This design comes from an exercise in tuning for small area, a short achievable clock period and few clock cycles per item on the open sky130 flow, not from production work. At most, simulation tests tie the RTL to the original design; equivalence was not proved.

==> trial 97 <==
## aes_dp
module aes_dp (
  input  wire         clk,
  input  wire         rst,         
  input  wire         in_valid,
  output wire         in_ready,
  input  wire [1:0]   in_op,       
  input  wire         in_key256,   
  input  wire [255:0] in_key,
  input  wire [127:0] in_data,
  output reg          out_valid,
  output wire [127:0] out_data
);
  function automatic [7:0] xt(input [7:0] b);
    xt = {b[6:0], 1'b0} ^ (b[7] ? 8'h1b : 8'h00);
  endfunction
  function automatic [31:0] mix_col(input [31:0] c);
    reg [7:0] a0, a1, a2, a3;
    begin
      a0 = c[31:24]; a1 = c[23:16]; a2 = c[15:8]; a3 = c[7:0];
      mix_col[31:24] = xt(a0 ^ a1) ^ a1 ^ a2 ^ a3;
      mix_col[23:16] = xt(a1 ^ a2) ^ a2 ^ a3 ^ a0;
      mix_col[15:8]  = xt(a2 ^ a3) ^ a3 ^ a0 ^ a1;
      mix_col[7:0]   = xt(a3 ^ a0) ^ a0 ^ a1 ^ a2;
    end
  endfunction
  function automatic [31:0] pre_col(input [31:0] c);
    reg [7:0] a0, a1, a2, a3, u, v;
    begin
      a0 = c[31:24]; a1 = c[23:16]; a2 = c[15:8]; a3 = c[7:0];
      u = xt(xt(a0 ^ a2));
      v = xt(xt(a1 ^ a3));
      pre_col = {a0 ^ u, a1 ^ v, a2 ^ u, a3 ^ v};
    end
  endfunction
  function automatic [7:0] rcon_of(input [3:0] n);
    case (n)
      4'd1:  rcon_of = 8'h01;
      4'd2:  rcon_of = 8'h02;
      4'd3:  rcon_of = 8'h04;
      4'd4:  rcon_of = 8'h08;
      4'd5:  rcon_of = 8'h10;
      4'd6:  rcon_of = 8'h20;
      4'd7:  rcon_of = 8'h40;
      4'd8:  rcon_of = 8'h80;
      4'd9:  rcon_of = 8'h1b;
      4'd10: rcon_of = 8'h36;
      default: rcon_of = 8'h00;
    endcase
  endfunction
  function integer sr_src(input integer p);
    sr_src = (p % 4) + 4 * (((p / 4) + (p % 4)) % 4);
  endfunction
  function integer isr_src(input integer p);
    isr_src = (p % 4) + 4 * (((p / 4) - (p % 4) + 4) % 4);
  endfunction
  reg [127:0] ra, rout;      
  reg [191:0] rb;            
  reg [255:0] ks, kw;
  reg [47:0]  kmid;          
  reg         grp;           
  reg [4:0]   gcnt;          
  reg         gdec;          
  reg         g256;          
  reg         s1;            
  ...
clock: 12.0 ns
lec_check: 0
cap_margin: 20
core_margin: 2
core_utilization: 55
cts_cluster_diameter: 80
cts_cluster_size: 30
place_density: 0.65
slew_margin: 40
standard.sh (not shown) runs the stock make flow with config.mk's settings and CLKGATE_MAP_FILE= SYNTH_SCRIPT=/design/flow/synth_recipe.tcl, a recipe that flattens the netlist after the stock synthesis.
==> flow/flow/run.sh <==
#!/bin/bash
# The standard layout (the standard.sh: standard synthesis, floorplan,
# placement, CTS, routing) with two changes to how it is made:
# - repair_timing is asked to keep a larger setup margin, so that it sizes
#   and buffers the longest paths further;
# - the buffer that every input and output port gets is a buf_1 rather than
#   the cell buffer_ports picks by default (a delay buffer).
set -euo pipefail
bash standard.sh SETUP_SLACK_MARGIN=7.4 "BUFFER_PORTS_ARGS=-buffer_cell sky130_fd_sc_hd__buf_1" finish > standard.log 2>&1
==> trial 94: changes against trial 97 <==
--- a/flow/design.v
+++ b/flow/design.v
@@ -197,14 +197,15 @@
     sr_src = (p % 4) + 4 * (((p / 4) + (p % 4)) % 4);
   endfunction
   function integer isr_src(input integer p);
     isr_src = (p % 4) + 4 * (((p / 4) - (p % 4) + 4) % 4);
   endfunction
   reg [127:0] ra, rout;      
   reg [191:0] rb;            
+  reg [127:0] ka;            
   reg [255:0] ks, kw;
   reg [47:0]  kmid;          
   reg         grp;           
   reg [4:0]   gcnt;          
   reg         gdec;          
   reg         g256;          
   reg         s1;            
@@ -219,25 +220,23 @@
   reg         kw256;
   reg         kdir_ld;       
   reg         kx_load, ks_swap;
   reg         k1_go, k1_ks, k1_fwd, k1_cv;
   reg [9:0]   k1_p;          
   reg         k2_go, k2_fwd, k2_cv;
   reg [7:0]   k2_rcon;
-  reg         k2_rot;
-  reg         a_act, a_park, a_dec, a_first, a_last, a_kks, a_kkw;
+  reg         a_act, a_park, a_dec, a_first, a_last;
   wire        k1_rot  = k1_p[9];
   wire        k1_tinx = k1_p[8];
   reg         b_dec, b_fin;
   reg         rdy;
   assign in_ready = rdy;
   assign out_data = rout;
   genvar g;
   wire [127:0] mc = {mix_col(ra[127:96]), mix_col(ra[95:64]), mix_col(ra[63:32]), mix_col(ra[31:0])};
-  wire [127:0] ka = ({128{a_kks}} & ks[255:128]) | ({128{a_kkw}} & kw[255:128]);
   wire [127:0] xa = (a_first ? ra : mc) ^ ka;
   wire [127:0] te, td;
   wire [191:0] rb_d;
   generate
     for (g = 0; g < 16; g = g + 1) begin : g_sa
       aes_sb_in u_in (.x(xa[127-8*g -: 8]), .te(te[127-8*g -: 8]), .td(td[127-8*g -: 8]));
     end
@@ -265,29 +264,30 @@
       t  = fwd ? kh + 5'd2 : (aes256 ? kh : kh - 5'd1);
       kparm = {!aes256 || !t[0], !fwd && !aes256,
                !aes256 ? rcon_of(t[3:0]) : (t[0] ? 8'h00 : rcon_of({1'b0, t[3:1]}))};
     end
   endfunction
   wire [127:0] k1_b    = k1_ks ? ks[127:0] : kw[127:0];
   wire [31:0]  k_tin   = k1_tinx ? (k1_b[31:0] ^ k1_b[63:32]) : k1_b[31:0];
+  wire [31:0]  k_rin   = k1_rot ? {k_tin[23:0], k_tin[31:24]} : k_tin;
   wire [47:0]  kmid_d;
   generate
     for (g = 0; g < 4; g = g + 1) begin : g_k1
       wire [7:0] kt;
-      aes_sb_ine u_in (.x(k_tin[8*g +: 8]), .te(kt));
+      aes_sb_ine u_in (.x(k_rin[8*g +: 8]), .te(kt));
       aes_sb_mid u_mid (.t(kt), .r(kmid_d[12*g +: 12]));
     end
   endgenerate
   wire [31:0] k_sub;
   generate
     for (g = 0; g < 4; g = g + 1) begin : g_k2
       aes_sb_oute u_out (.r(kmid[12*g +: 12]), .ye(k_sub[8*g +: 8]));
     end
   endgenerate
-  wire [31:0]  k_t    = (k2_rot ? {k_sub[23:0], k_sub[31:24]} : k_sub) ^ {k2_rcon, 24'h0};
+  wire [31:0]  k_t    = k_sub ^ {k2_rcon, 24'h0};
   wire [127:0] kA = kw[255:128];
   wire [127:0] kB = kw[127:0];
   wire [127:0] k_base = k2_cv ? (k256 ? ks[255:128] : ks[127:0]) : (kw256 ? kA : kB);
   wire [31:0]  b0 = k_base[127:96], b1 = k_base[95:64], b2 = k_base[63:32], b3 = k_base[31:0];
   wire [127:0] k_n = k2_fwd ? {b0 ^ k_t, b0 ^ b1 ^ k_t, b0 ^ b1 ^ b2 ^ k_t, b0 ^ b1 ^ b2 ^ b3 ^ k_t}
                             : {b0 ^ k_t, b1 ^ b0, b2 ^ b1, b3 ^ b2};
   wire         k2_ks  = k2_go && k2_cv;     
@@ -390,41 +390,42 @@
       ks_swap_n = cv_swap;
       k1_go_n = cv_k1; k1_ks_n = 1'b1; k1_fwd_n = cv_fwd; k1_cv_n = cv_k1;
       k1_p_n  = kparm(khs_s, cv_fwd, k256);
     end
     last_n = g256_n ? 5'd28 : 5'd20;
     rdy_n  = !pk_n && !pr_n;
   end
+  wire [127:0] ks_h_s = (ks_swap || k2_ks) ? ks[127:0] : ks[255:128];
+  wire [127:0] kw_h_s = kx_load ? ks[255:128] : (k2_kw ? kB : kA);
   wire         ka_ks  = !g_mid_n;
   wire         ka_0   = gdec && (gcnt_c != 5'd1);
   always @(posedge clk) begin
     rb   <= rb_d;
     ra   <= (rdy && !to_rout) ? in_data : (xfer ? rout : v);
+    ka   <= a_park_n ? 128'h0 : (ka_ks ? ks_h_s : (ka_0 ? 128'h0 : kw_h_s));
     if (rdy && to_rout)  rout <= in_data;
     else if (!pr || xfer) rout <= y ^ kb;
     kmid <= kmid_d;
     if (kx_load)    kw <= ks;
     else if (k2_kw) kw <= {kB, k_n};
     if (acc_key)      ks <= in_key;
     else if (ks_swap) ks <= {ks[127:0], ks[255:128]};
     else if (k2_ks)   ks <= {ks[127:0], k_n};
     k2_rcon <= k1_p[7:0];
-    k2_rot  <= k1_rot;
     k2_fwd  <= k1_fwd;
     if (rst) begin
       grp <= 1'b0; gcnt <= 5'd0; gdec <= 1'b0; g256 <= 1'b0; s1 <= 1'b0;
       pk <= 1'b0; pk_dec <= 1'b0; pk_ra <= 1'b0; pk_ev <= 1'b0;
       pr <= 1'b0; pr_dec <= 1'b0; to_rout <= 1'b0;
       khs <= 4'd1; ksf <= 1'b1; k256 <= 1'b0; kdir_ld <= 1'b0;
       gkh <= 4'd0; kw256 <= 1'b0;
       kx_load <= 1'b0; ks_swap <= 1'b0;
       k1_go <= 1'b0; k1_ks <= 1'b0; k1_fwd <= 1'b0; k1_cv <= 1'b0; k1_p <= 10'd0;
       k2_go <= 1'b0; k2_cv <= 1'b0;
       a_act <= 1'b0; a_park <= 1'b0; a_dec <= 1'b0; a_first <= 1'b0; a_last <= 1'b0;
-      a_kks <= 1'b0; a_kkw <= 1'b0;
       b_dec <= 1'b0; b_fin <= 1'b0;
       rdy <= 1'b1;
       out_valid <= 1'b0;
     end else begin
       grp <= grp_n; gcnt <= gcnt_n; gdec <= gdec_n; g256 <= g256_n; s1 <= s1_n;
       pk <= pk_n; pk_dec <= pk_dec_n; pk_ra <= pk_ra_n; pk_ev <= pk_ev_n;
       pr <= pr_n; pr_dec <= pr_dec_n;
@@ -439,15 +440,13 @@
       if (kx_load) kw256 <= k256;
       kx_load <= kx_load_n; ks_swap <= ks_swap_n;
       k1_go <= k1_go_n; k1_ks <= k1_ks_n; k1_fwd <= k1_fwd_n; k1_cv <= k1_cv_n && !acc_key;
       k1_p <= k1_p_n;
       k2_go <= k1_go && !(k1_cv && acc_key); k2_cv <= k1_cv;
       a_act <= a_act_n; a_park <= a_park_n; a_dec <= a_dec_n;
       a_first <= !g_mid_n || (gcnt_c == 5'd1) || a_park_n; a_last <= a_last_n;
-      a_kks <= !a_park_n && ka_ks;
-      a_kkw <= !a_park_n && !ka_ks && !ka_0;
       b_dec <= a_dec && !a_park; b_fin <= a_act && a_last;
       rdy <= rdy_n;
       out_valid <= b_fin;
     end
   end
 endmodule
==> flow/flow/run.sh (replaced) <==
#!/bin/bash
# The standard layout (the standard.sh: standard synthesis, floorplan,
# placement, CTS, routing) with two changes to how it is made:
# - repair_timing is asked to keep a larger setup margin, so that it sizes
#   and buffers the longest paths further;
# - the buffer that every input and output port gets is a buf_2 rather than
#   the cell buffer_ports picks by default (a delay buffer).
set -euo pipefail
bash standard.sh SETUP_SLACK_MARGIN=7.5 "BUFFER_PORTS_ARGS=-buffer_cell sky130_fd_sc_hd__buf_2" finish > standard.log 2>&1
- CORE_UTILIZATION: 55 -> 50
- CTS_CLUSTER_DIAMETER: 80 -> not set
- CTS_CLUSTER_SIZE: 30 -> not set
- PLACE_DENSITY: 0.65 -> 0.6
- SLEW_MARGIN: 40 -> 20
==> trial 22: changes against trial 97 <==
--- a/flow/design.v
+++ b/flow/design.v
@@ -219,15 +219,14 @@
   reg         kw256;
   reg         kdir_ld;       
   reg         kx_load, ks_swap;
   reg         k1_go, k1_ks, k1_fwd, k1_cv;
   reg [9:0]   k1_p;          
   reg         k2_go, k2_fwd, k2_cv;
   reg [7:0]   k2_rcon;
-  reg         k2_rot;
   reg         a_act, a_park, a_dec, a_first, a_last, a_kks, a_kkw;
   wire        k1_rot  = k1_p[9];
   wire        k1_tinx = k1_p[8];
   reg         b_dec, b_fin;
   reg         rdy;
   assign in_ready = rdy;
   assign out_data = rout;
@@ -265,29 +264,30 @@
       t  = fwd ? kh + 5'd2 : (aes256 ? kh : kh - 5'd1);
       kparm = {!aes256 || !t[0], !fwd && !aes256,
                !aes256 ? rcon_of(t[3:0]) : (t[0] ? 8'h00 : rcon_of({1'b0, t[3:1]}))};
     end
   endfunction
   wire [127:0] k1_b    = k1_ks ? ks[127:0] : kw[127:0];
   wire [31:0]  k_tin   = k1_tinx ? (k1_b[31:0] ^ k1_b[63:32]) : k1_b[31:0];
+  wire [31:0]  k_rin   = k1_rot ? {k_tin[23:0], k_tin[31:24]} : k_tin;
   wire [47:0]  kmid_d;
   generate
     for (g = 0; g < 4; g = g + 1) begin : g_k1
       wire [7:0] kt;
-      aes_sb_ine u_in (.x(k_tin[8*g +: 8]), .te(kt));
+      aes_sb_ine u_in (.x(k_rin[8*g +: 8]), .te(kt));
       aes_sb_mid u_mid (.t(kt), .r(kmid_d[12*g +: 12]));
     end
   endgenerate
   wire [31:0] k_sub;
   generate
     for (g = 0; g < 4; g = g + 1) begin : g_k2
       aes_sb_oute u_out (.r(kmid[12*g +: 12]), .ye(k_sub[8*g +: 8]));
     end
   endgenerate
-  wire [31:0]  k_t    = (k2_rot ? {k_sub[23:0], k_sub[31:24]} : k_sub) ^ {k2_rcon, 24'h0};
+  wire [31:0]  k_t    = k_sub ^ {k2_rcon, 24'h0};
   wire [127:0] kA = kw[255:128];
   wire [127:0] kB = kw[127:0];
   wire [127:0] k_base = k2_cv ? (k256 ? ks[255:128] : ks[127:0]) : (kw256 ? kA : kB);
   wire [31:0]  b0 = k_base[127:96], b1 = k_base[95:64], b2 = k_base[63:32], b3 = k_base[31:0];
   wire [127:0] k_n = k2_fwd ? {b0 ^ k_t, b0 ^ b1 ^ k_t, b0 ^ b1 ^ b2 ^ k_t, b0 ^ b1 ^ b2 ^ b3 ^ k_t}
                             : {b0 ^ k_t, b1 ^ b0, b2 ^ b1, b3 ^ b2};
   wire         k2_ks  = k2_go && k2_cv;     
@@ -404,15 +404,14 @@
     kmid <= kmid_d;
     if (kx_load)    kw <= ks;
     else if (k2_kw) kw <= {kB, k_n};
     if (acc_key)      ks <= in_key;
     else if (ks_swap) ks <= {ks[127:0], ks[255:128]};
     else if (k2_ks)   ks <= {ks[127:0], k_n};
     k2_rcon <= k1_p[7:0];
-    k2_rot  <= k1_rot;
     k2_fwd  <= k1_fwd;
     if (rst) begin
       grp <= 1'b0; gcnt <= 5'd0; gdec <= 1'b0; g256 <= 1'b0; s1 <= 1'b0;
       pk <= 1'b0; pk_dec <= 1'b0; pk_ra <= 1'b0; pk_ev <= 1'b0;
       pr <= 1'b0; pr_dec <= 1'b0; to_rout <= 1'b0;
       khs <= 4'd1; ksf <= 1'b1; k256 <= 1'b0; kdir_ld <= 1'b0;
       gkh <= 4'd0; kw256 <= 1'b0;
==> flow/flow/run.sh (replaced) <==
#!/bin/bash
# The standard layout (the standard.sh: standard synthesis, floorplan,
# placement, CTS, routing) with two changes to how it is made:
# - repair_timing is asked to keep a larger setup margin, so that it sizes
#   and buffers the longest paths further;
# - the buffer that every input and output port gets is a buf_1 rather than
#   the cell buffer_ports picks by default (a delay buffer).
set -euo pipefail
bash standard.sh SETUP_SLACK_MARGIN=7.5 "BUFFER_PORTS_ARGS=-buffer_cell sky130_fd_sc_hd__buf_1" finish > standard.log 2>&1
- CORE_UTILIZATION: 55 -> 50
- CTS_CLUSTER_DIAMETER: 80 -> 70
- CTS_CLUSTER_SIZE: 30 -> 35
- PLACE_DENSITY: 0.65 -> 0.6
==> summary of the runs <==
- Clock skew: trial 97 > trial 94 > trial 22.
- Sequential cell count, lowest first: trial 22, trial 97, trial 94.
- Via count: trial 94 > trial 22 > trial 97.
- Routed wire length, highest first: trial 94, trial 22, trial 97.
- Trial 97 ran to the end with no violations. Trial 94 finished but fails on slew limit. Trial 22 produced a clean layout.
- Die area: trial 97 < trial 22 < trial 94.
Testbench counts of trial 94, summed over its fixed seeds: cycles 22,591, blocks 1,732.
Testbench counts of trial 22, summed over its fixed seeds: cycles 22,591, blocks 1,732.
Only the layout flow was run in trial 97; the RTL was not checked for function there.

re-timing with driven ports:
In the flow no input, the clock included, has a driving cell. The finished layouts below were timed again as built, in two steps. Step 1 (the two cells are an assumption about what drives the block):
set clk [get_ports {clk}]
set_driving_cell -lib_cell sky130_fd_sc_hd__clkbuf_16 $clk
set_driving_cell -lib_cell sky130_fd_sc_hd__buf_2 [delete_from_list [all_inputs] $clk]
Step 2, shift: input delay + t, output delay - t, t = (earliest + latest rising clock arrival at the registers) / 2. This alone moves slack from input paths to output paths. Three values: ideal ports, drivers, drivers and shift; two values: the first two.
| run | shift t [ns] | setup WS [ns] | worst setup path at the end | clock arrival spread, ns | worst slew at a driven data input, ns |
|---|---|---|---|---|---|
| trial 97 | 0.855 | 7.358 / 7.358 / 6.777 | input to register | 0.063 / 0.062 | 0.25 |
| trial 94 | 0.917 | 7.482 / 7.482 / 6.770 | input to register | 0.057 / 0.058 | 0.23 |
| trial 22 | 0.887 | 7.392 / 7.392 / 6.767 | input to register | 0.056 / 0.056 | 0.21 |
The setup slack of trial 94, which loses most, moves by 0.000 ns with the drivers and by -0.712 ns with both steps.
